This design comes from an exercise in tuning for small area, a short achievable clock period and few clock cycles per item on the open sky130 flow, not from production work.
The RTL was checked by simulation tests, not by an equivalence proof against the original design.

==> job 7404 <==
==> flow/design.v (excerpt) <==
module loop_core (
    input  wire        clk,
    input  wire        rst,
    input  wire        cfg_we,
    input  wire [5:0]  cfg_addr,
    input  wire [31:0] cfg_wdata,
    input  wire        start,
    input  wire [31:0] sp,
    input  wire [31:0] pv,
    input  wire [31:0] target,
    input  wire [31:0] out_lo,
    input  wire [31:0] out_hi,
    input  wire [3:0]  nsec,
    input  wire        integrate,
    input  wire        reset_states,
    output wire        ready,
    output reg         done,
    output reg  [31:0] out,
    output reg  [31:0] err,
    output reg  [7:0]  flags,
    input  wire [4:0]  rd_addr,
    output reg  [47:0] rd_data
);
    reg        [30:0] beta, ki;
    reg        [30:0] b0_0, b1_0, b2_0, a1_0, a2_0;
    reg        [35:0] s1_0;
    reg        [34:0] s2_0;
    reg        [30:0] b0_1, b1_1, b2_1, a1_1, a2_1;
    reg        [35:0] s1_1;
    reg        [34:0] s2_1;
    reg        [30:0] b0_2, b1_2, b2_2, a1_2, a2_2;
    reg        [35:0] s1_2;
    reg        [34:0] s2_2;
    reg        [30:0] b0_3, b1_3, b2_3, a1_3, a2_3;
    reg        [35:0] s1_3;
    reg        [34:0] s2_3;
    reg        [30:0] b0_4, b1_4, b2_4, a1_4, a2_4;
    reg        [35:0] s1_4;
    reg        [34:0] s2_4;
    reg        [30:0] b0_5, b1_5, b2_5, a1_5, a2_5;
    reg        [35:0] s1_5;
    reg        [34:0] s2_5;
    reg        [30:0] b0_6, b1_6, b2_6, a1_6, a2_6;
  ...
export LEC_CHECK = 0
export ABC_AREA = 1
export CAP_MARGIN = 30
export CORE_MARGIN = 2
export CORE_UTILIZATION = 50
export PLACE_DENSITY = 0.6
export SLEW_MARGIN = 30
create_clock -name core_clock -period 25.0 [get_ports {clk}]
standard.sh (not shown) runs the stock make flow with config.mk's settings and CLKGATE_MAP_FILE= SYNTH_SCRIPT=/design/flow/synth_recipe.tcl, a recipe that flattens the netlist after the stock synthesis.
==> flow/flow/run.sh <==
#!/bin/bash
# The standard layout, with the resizer asked to aim for a shorter clock
# period than the design's (the constraints and the clock stay as they are)
# and the ports buffered with plain buffers.  Each tool's output goes to a
# log file of its own.
set -euo pipefail
bash standard.sh synth > synth.log 2>&1
bash standard.sh SETUP_SLACK_MARGIN=13 "BUFFER_PORTS_ARGS=-buffer_cell sky130_fd_sc_hd__buf_2" finish > layout.log 2>&1
==> job 2973 (differences from job 7404) <==
--- a/flow/design.v
+++ b/flow/design.v
@@ -129,42 +129,40 @@
                     if (n_r != 4'd0) begin
                         f_sec <= f_sec | ya_hi | ya_lo;
                         upd   <= 1'b1;
                     end
                     sec   <= sec + 3'd1;
                     fin   <= last || (n_r == 4'd0);
                 end else begin
-                    out   <= o_sel;
                     integ <= integ_new;
-                    flags <= {lim_mm, c_hi | (c_lo & eq_r), c_lo | (c_hi & eq_r),
-                              int_r & (a_lo | a_hi), 2'b00, f_sec, f_err};
                     nsec_prev <= n_r;
                     done  <= 1'b1;
                     busy  <= 1'b0;
                 end
             end
         end
+        out   <= o_sel;
+        flags <= {lim_mm, c_hi | (c_lo & eq_r), c_lo | (c_hi & eq_r),
+                  int_r & (a_lo | a_hi), 2'b00, f_sec, f_err};
+        xd_r  <= busy ? x_r : e_sat;
         if (rst || (busy ? fin : !start))
             x_r    <= beta_d;
         else if (!busy || n_r != 4'd0)
             x_r    <= y_sat;
         if (!busy) begin
             sec    <= 3'd0;
-            xd_r   <= e_sat;
             tl_r   <= t_lo;
             th_r   <= t_hi;
             eq_r   <= mm || (out_lo == out_hi);
             n_r    <= nsec;
             int_r  <= integrate;
             lo_r   <= (integrate || t_lo) ? out_lo : t_hi ? hi_in : target;
             hi_r   <= hi_in;
             lim_mm <= mm;
             f_sec  <= 1'b0;
-        end else if (!fin && n_r != 4'd0) begin
-            xd_r   <= x_r;
         end
     end
     wire wr = !busy && cfg_we && !start;
     wire [30:0] beta_d = rst ? 31'h08000000 : (wr && cfg_addr == 6'd0) ? cfg_wdata[30:0] : beta;
     always @(posedge clk)
         beta <= beta_d;
     always @(posedge clk)
==> flow/flow/run.sh (replaced) <==
#!/bin/bash
# The standard layout, with the resizer asked to aim for a shorter clock
# period than the design's (the constraints and the clock stay as they are)
# and the ports buffered with plain buffers.  Each tool's output goes to a
# log file of its own.
set -euo pipefail
bash standard.sh synth > synth.log 2>&1
bash standard.sh SETUP_SLACK_MARGIN=12.5 "BUFFER_PORTS_ARGS=-buffer_cell sky130_fd_sc_hd__buf_2" finish > layout.log 2>&1
CORE_UTILIZATION = 65   (was 50)
PLACE_DENSITY = 0.75   (was 0.6)
==> job 5184 (differences from job 7404) <==
--- a/flow/design.v
+++ b/flow/design.v
@@ -129,42 +129,40 @@
                     if (n_r != 4'd0) begin
                         f_sec <= f_sec | ya_hi | ya_lo;
                         upd   <= 1'b1;
                     end
                     sec   <= sec + 3'd1;
                     fin   <= last || (n_r == 4'd0);
                 end else begin
-                    out   <= o_sel;
                     integ <= integ_new;
-                    flags <= {lim_mm, c_hi | (c_lo & eq_r), c_lo | (c_hi & eq_r),
-                              int_r & (a_lo | a_hi), 2'b00, f_sec, f_err};
                     nsec_prev <= n_r;
                     done  <= 1'b1;
                     busy  <= 1'b0;
                 end
             end
         end
+        out   <= o_sel;
+        flags <= {lim_mm, c_hi | (c_lo & eq_r), c_lo | (c_hi & eq_r),
+                  int_r & (a_lo | a_hi), 2'b00, f_sec, f_err};
+        xd_r  <= busy ? x_r : e_sat;
         if (rst || (busy ? fin : !start))
             x_r    <= beta_d;
         else if (!busy || n_r != 4'd0)
             x_r    <= y_sat;
         if (!busy) begin
             sec    <= 3'd0;
-            xd_r   <= e_sat;
             tl_r   <= t_lo;
             th_r   <= t_hi;
             eq_r   <= mm || (out_lo == out_hi);
             n_r    <= nsec;
             int_r  <= integrate;
             lo_r   <= (integrate || t_lo) ? out_lo : t_hi ? hi_in : target;
             hi_r   <= hi_in;
             lim_mm <= mm;
             f_sec  <= 1'b0;
-        end else if (!fin && n_r != 4'd0) begin
-            xd_r   <= x_r;
         end
     end
     wire wr = !busy && cfg_we && !start;
     wire [30:0] beta_d = rst ? 31'h08000000 : (wr && cfg_addr == 6'd0) ? cfg_wdata[30:0] : beta;
     always @(posedge clk)
         beta <= beta_d;
     always @(posedge clk)
==> flow/flow/run.sh (replaced) <==
#!/bin/bash
# The standard layout, with the resizer asked to aim for a shorter clock
# period than the design's (the constraints and the clock stay as they are)
# and the ports buffered with plain buffers.  Each tool's output goes to a
# log file of its own.
set -euo pipefail
bash standard.sh synth > synth.log 2>&1
bash standard.sh SETUP_SLACK_MARGIN=13.5 "BUFFER_PORTS_ARGS=-buffer_cell sky130_fd_sc_hd__buf_2" finish > layout.log 2>&1
CORE_UTILIZATION = 65   (was 50)
PLACE_DENSITY = 0.75   (was 0.6)
==> notes <==
Design area: job 7404 > job 5184 > job 2973.
Sequential cell count is the same in job 7404 and job 2973.
First-iteration DRC count: job 7404 < job 2973 < job 5184.
Of job 2973 and job 7404, job 7404 has the higher worst hold slack (gap 21 ps).
Of job 2973 and job 7404, job 7404 has the higher clock-buffer cell count (gap 28).
Job 7404 finished with timing, DRC and antenna clean. Job 5184 went through all stages and came out clean. Job 2973 went through all stages and came out clean.
==> figures <==
item	job 5184	job 2973	job 7404
Mean number of vias per cell	7.089	7.024	6.441
Logic depth of the worst setup path including buffers	11	11	15
Outcome	complete, no violations	complete, no violations	complete, no violations
Largest net degree at the start of global routing	111	133	127
Final Worst Setup Slack	12570 ps	12340 ps	12360 ps
GRT met1 Usage	59.27%	60.61%	51.64%
Met2 Track Usage GR	67.18%	67.21%	57.58%
Total placed cells including tap cells	24176	24173	25643
First-pass DRT Iterations	17	13	9
Multi-input combinational gate total	13139	13137	13227
Testbench counts of job 7404, summed over its fixed seeds: cycles 17,720, items 2,304.
Testbench counts of job 2973, summed over its fixed seeds: cycles 17,720, items 2,304.
Testbench counts of job 5184, summed over its fixed seeds: cycles 17,720, items 2,304.

---

==> v12: inputs <==
loop_core with an RTL version that a note above also has.
Settings: LEC_CHECK=0, ABC_AREA=1, CAP_MARGIN=30, CORE_MARGIN=2, CORE_UTILIZATION=65, PLACE_DENSITY=0.75, SLEW_MARGIN=30; clock period 25.0 ns.
==> flow/flow/run.sh <==
#!/bin/bash
# The standard layout, with the resizer asked to aim for a shorter clock
# period than the design's (the constraints and the clock stay as they are)
# and the ports buffered with plain buffers.  Each tool's output goes to a
# log file of its own.
set -euo pipefail
bash standard.sh synth > synth.log 2>&1
bash standard.sh SETUP_SLACK_MARGIN=13 "BUFFER_PORTS_ARGS=-buffer_cell sky130_fd_sc_hd__buf_2" finish > layout.log 2>&1
==> v21: changes against v12 <==
--- a/flow/design.v
+++ b/flow/design.v
@@ -55,13 +55,14 @@
     reg               first;       
     reg               fin;         
     reg               upd;         
     reg        [2:0]  sec;         
     reg        [3:0]  n_r;
     reg               int_r;
-    reg signed [31:0] lo_r, hi_r;  
+    reg signed [31:0] lo_r, hi_r;
+    reg        [31:0] o_pre;       
     reg               tl_r, th_r, eq_r;  
     reg        [30:0] x_r;         
     reg        [30:0] xd_r;        
     reg signed [34:0] i_r;         
     reg               f_err, f_sec, lim_mm;
     reg        [30:0] c0_r, c1_r, c2_r, c3_r, c4_r;
@@ -90,22 +91,24 @@
     lc_s2n n2 (.as(h2s), .ac(h2c), .al(h2l), .bs(h4s), .bc(h4c), .bl(h4l), .y(s2_new));
     wire signed [30:0] yc = x_r;
     wire [31:0] s_auto;
     wire        a_lo, a_hi;
     lc_outs os (.g(integ), .i(i_r), .y(yc), .lo(lo_r), .hi(hi_r), .s(s_auto), .lt(a_lo), .gt(a_hi));
     wire [31:0] o_auto = a_lo ? lo_r : a_hi ? hi_r : s_auto;
-    wire [31:0] o_sel = int_r ? o_auto : lo_r;
+    wire [31:0] o_sel = int_r ? o_auto : o_pre;
     wire        c_lo = int_r ? a_lo : tl_r;
     wire        c_hi = int_r ? a_hi : th_r;
     wire [31:0] integ_new;
     lc_sub32 si (.a(o_sel), .b(yc), .y(integ_new));
-    wire        mm, t_lo, t_hi;
+    wire        mm, t_lo, t_hi_h, t_hi_l;
     lc_lt32 c1 (.a(out_hi), .b(out_lo), .lt(mm));
-    wire [31:0] hi_in = mm ? out_lo : out_hi;
     lc_lt32 c2 (.a(target), .b(out_lo), .lt(t_lo));
-    lc_lt32 c3 (.a(hi_in), .b(target), .lt(t_hi));
+    lc_lt32 c3 (.a(out_hi), .b(target), .lt(t_hi_h));
+    lc_lt32 c4 (.a(out_lo), .b(target), .lt(t_hi_l));
+    wire        t_hi = mm ? t_hi_l : t_hi_h;
+    wire [31:0] hi_in = mm ? out_lo : out_hi;
     wire last = (sec == n_r[2:0] - 3'd1);
     always @(posedge clk) begin
         if (rst) begin
             busy      <= 1'b0;
             done      <= 1'b0;
             nsec_prev <= 4'd0;
@@ -130,38 +133,41 @@
                         f_sec <= f_sec | ya_hi | ya_lo;
                         upd   <= 1'b1;
                     end
                     sec   <= sec + 3'd1;
                     fin   <= last || (n_r == 4'd0);
                 end else begin
+                    out   <= o_sel;
                     integ <= integ_new;
+                    flags <= {lim_mm, c_hi | (c_lo & eq_r), c_lo | (c_hi & eq_r),
+                              int_r & (a_lo | a_hi), 2'b00, f_sec, f_err};
                     nsec_prev <= n_r;
                     done  <= 1'b1;
                     busy  <= 1'b0;
                 end
             end
         end
-        out   <= o_sel;
-        flags <= {lim_mm, c_hi | (c_lo & eq_r), c_lo | (c_hi & eq_r),
-                  int_r & (a_lo | a_hi), 2'b00, f_sec, f_err};
-        xd_r  <= busy ? x_r : e_sat;
         if (rst || (busy ? fin : !start))
             x_r    <= beta_d;
         else if (!busy || n_r != 4'd0)
             x_r    <= y_sat;
         if (!busy) begin
             sec    <= 3'd0;
+            xd_r   <= e_sat;
+            o_pre  <= t_lo ? out_lo : t_hi ? hi_in : target;
             tl_r   <= t_lo;
             th_r   <= t_hi;
             eq_r   <= mm || (out_lo == out_hi);
             n_r    <= nsec;
             int_r  <= integrate;
-            lo_r   <= (integrate || t_lo) ? out_lo : t_hi ? hi_in : target;
+            lo_r   <= out_lo;
             hi_r   <= hi_in;
             lim_mm <= mm;
             f_sec  <= 1'b0;
+        end else if (!fin && n_r != 4'd0) begin
+            xd_r   <= x_r;
         end
     end
     wire wr = !busy && cfg_we && !start;
     wire [30:0] beta_d = rst ? 31'h08000000 : (wr && cfg_addr == 6'd0) ? cfg_wdata[30:0] : beta;
     always @(posedge clk)
         beta <= beta_d;
==> flow/flow/run.sh (replaced) <==
#!/bin/bash
# The standard layout, with the resizer asked to aim for a shorter clock
# period than the design's (the constraints and the clock stay as they are)
# and the ports buffered with plain buffers.  Each tool's output goes to a
# log file of its own.
set -euo pipefail
bash standard.sh synth > synth.log 2>&1
bash standard.sh SETUP_SLACK_MARGIN=12 "BUFFER_PORTS_ARGS=-buffer_cell sky130_fd_sc_hd__buf_2" finish > layout.log 2>&1
- CAP_MARGIN: 30 -> 20
- CORE_UTILIZATION: 65 -> 50
- PLACE_DENSITY: 0.75 -> 0.6
- SLEW_MARGIN: 30 -> 20
==> notes <==
Against v12, the final cell count of v21 is larger by about 6%. Between v12 and v21, the lower die area is in v12 (gap about 24%, measured against v21). Of v21 and v12, v21 has the higher routed wire length (gap about 6%, measured against v12). Of v21 and v12, v21 has the higher sequential share of layout area (gap 0.34 points). First-iteration DRC count: v12 is higher than v21 (25%). Between v21 and v12, the lower setup slack is in v21 (gap 1.1 ns). v12 produced a clean layout. v21 produced a clean layout.
==> figures <==
|  | v12 | v21 |
|---|---|---|
| Status | finished clean | finished clean |
| Maximum clock skew at final layout | 0.0956 ns | 0.119 ns |
| Highest cell delay on the worst timing path | 0.46 ns | 0.98 ns |
| Synthesized-area fraction occupied by and/or/nand/nor cells | 0.0583 | 0.0602 |
| Number of buffers created by CTS | 229 | 246 |
| Proportion of cell area occupied by multi-input gates | 0.540 | 0.536 |
| Final clock-cell share | 0.0345 | 0.0370 |
| Fillers | 22,800 | 37,100 |
| Worst rel slew slack | 0.171 | 0.0954 |
| Vias/cell | 7.05 | 6.48 |
| Wire per inst | 33.4 um | 33.3 um |
| Reg-to-reg slack, setup | 13.16 ns | 12.20 ns |
| Pre-CTS setup slack | 11.28 ns | 11.02 ns |
| Routed wl met2 | 324 mm | 355 mm |
| Actual slew at the worst max-slew pin | 1.24 ns | 1.35 ns |
| Total Routing Usage GR | 0.505 | 0.407 |
| Worst endpoint data arrival time | 7.18 ns | 8.30 ns |
| Layout sequential cell count | 2,381 | 2,413 |
| Timing-limited maximum frequency | 0.0821 GHz | 0.0752 GHz |
Testbench counts of v12, summed over its fixed seeds: cycles 17,720, items 2,304.
Testbench counts of v21, summed over its fixed seeds: cycles 17,720, items 2,304.

-- re-timing with driven ports --
Ports are ideal in the flow. The routed layouts listed here were re-timed in OpenROAD.
Step 1, drivers: a clkbuf_16 drives clk and a buf_2 each remaining input, both assumed.
Step 2, shift: input delay + t, output delay - t, t = (earliest + latest rising clock arrival at the registers) / 2. This alone moves slack from input paths to output paths.
a / b / c = no drivers / after step 1 / after step 2; a / b = the first two.
run | shift t [ns] | setup WS [ns] | hold slack, ns
job 7404 | 1.040 | 12.357 / 12.235 / 12.235 | 0.374 / 0.374 / 0.374
job 2973 | 1.020 | 12.344 / 12.229 / 11.816 | 0.353 / 0.353 / 0.353
job 5184 | 1.012 | 12.574 / 12.408 / 12.408 | 0.343 / 0.343 / 0.343
v12 | 1.014 | 12.822 / 12.687 / 12.259 | 0.353 / 0.353 / 0.353
v21 | 1.038 | 11.701 / 11.601 / 11.601 | 0.427 / 0.427 / 0.427
After both steps setup and hold are still met in every run listed. The setup slack of v12, which loses most, moves by -0.135 ns with the drivers and by -0.563 ns with both steps.
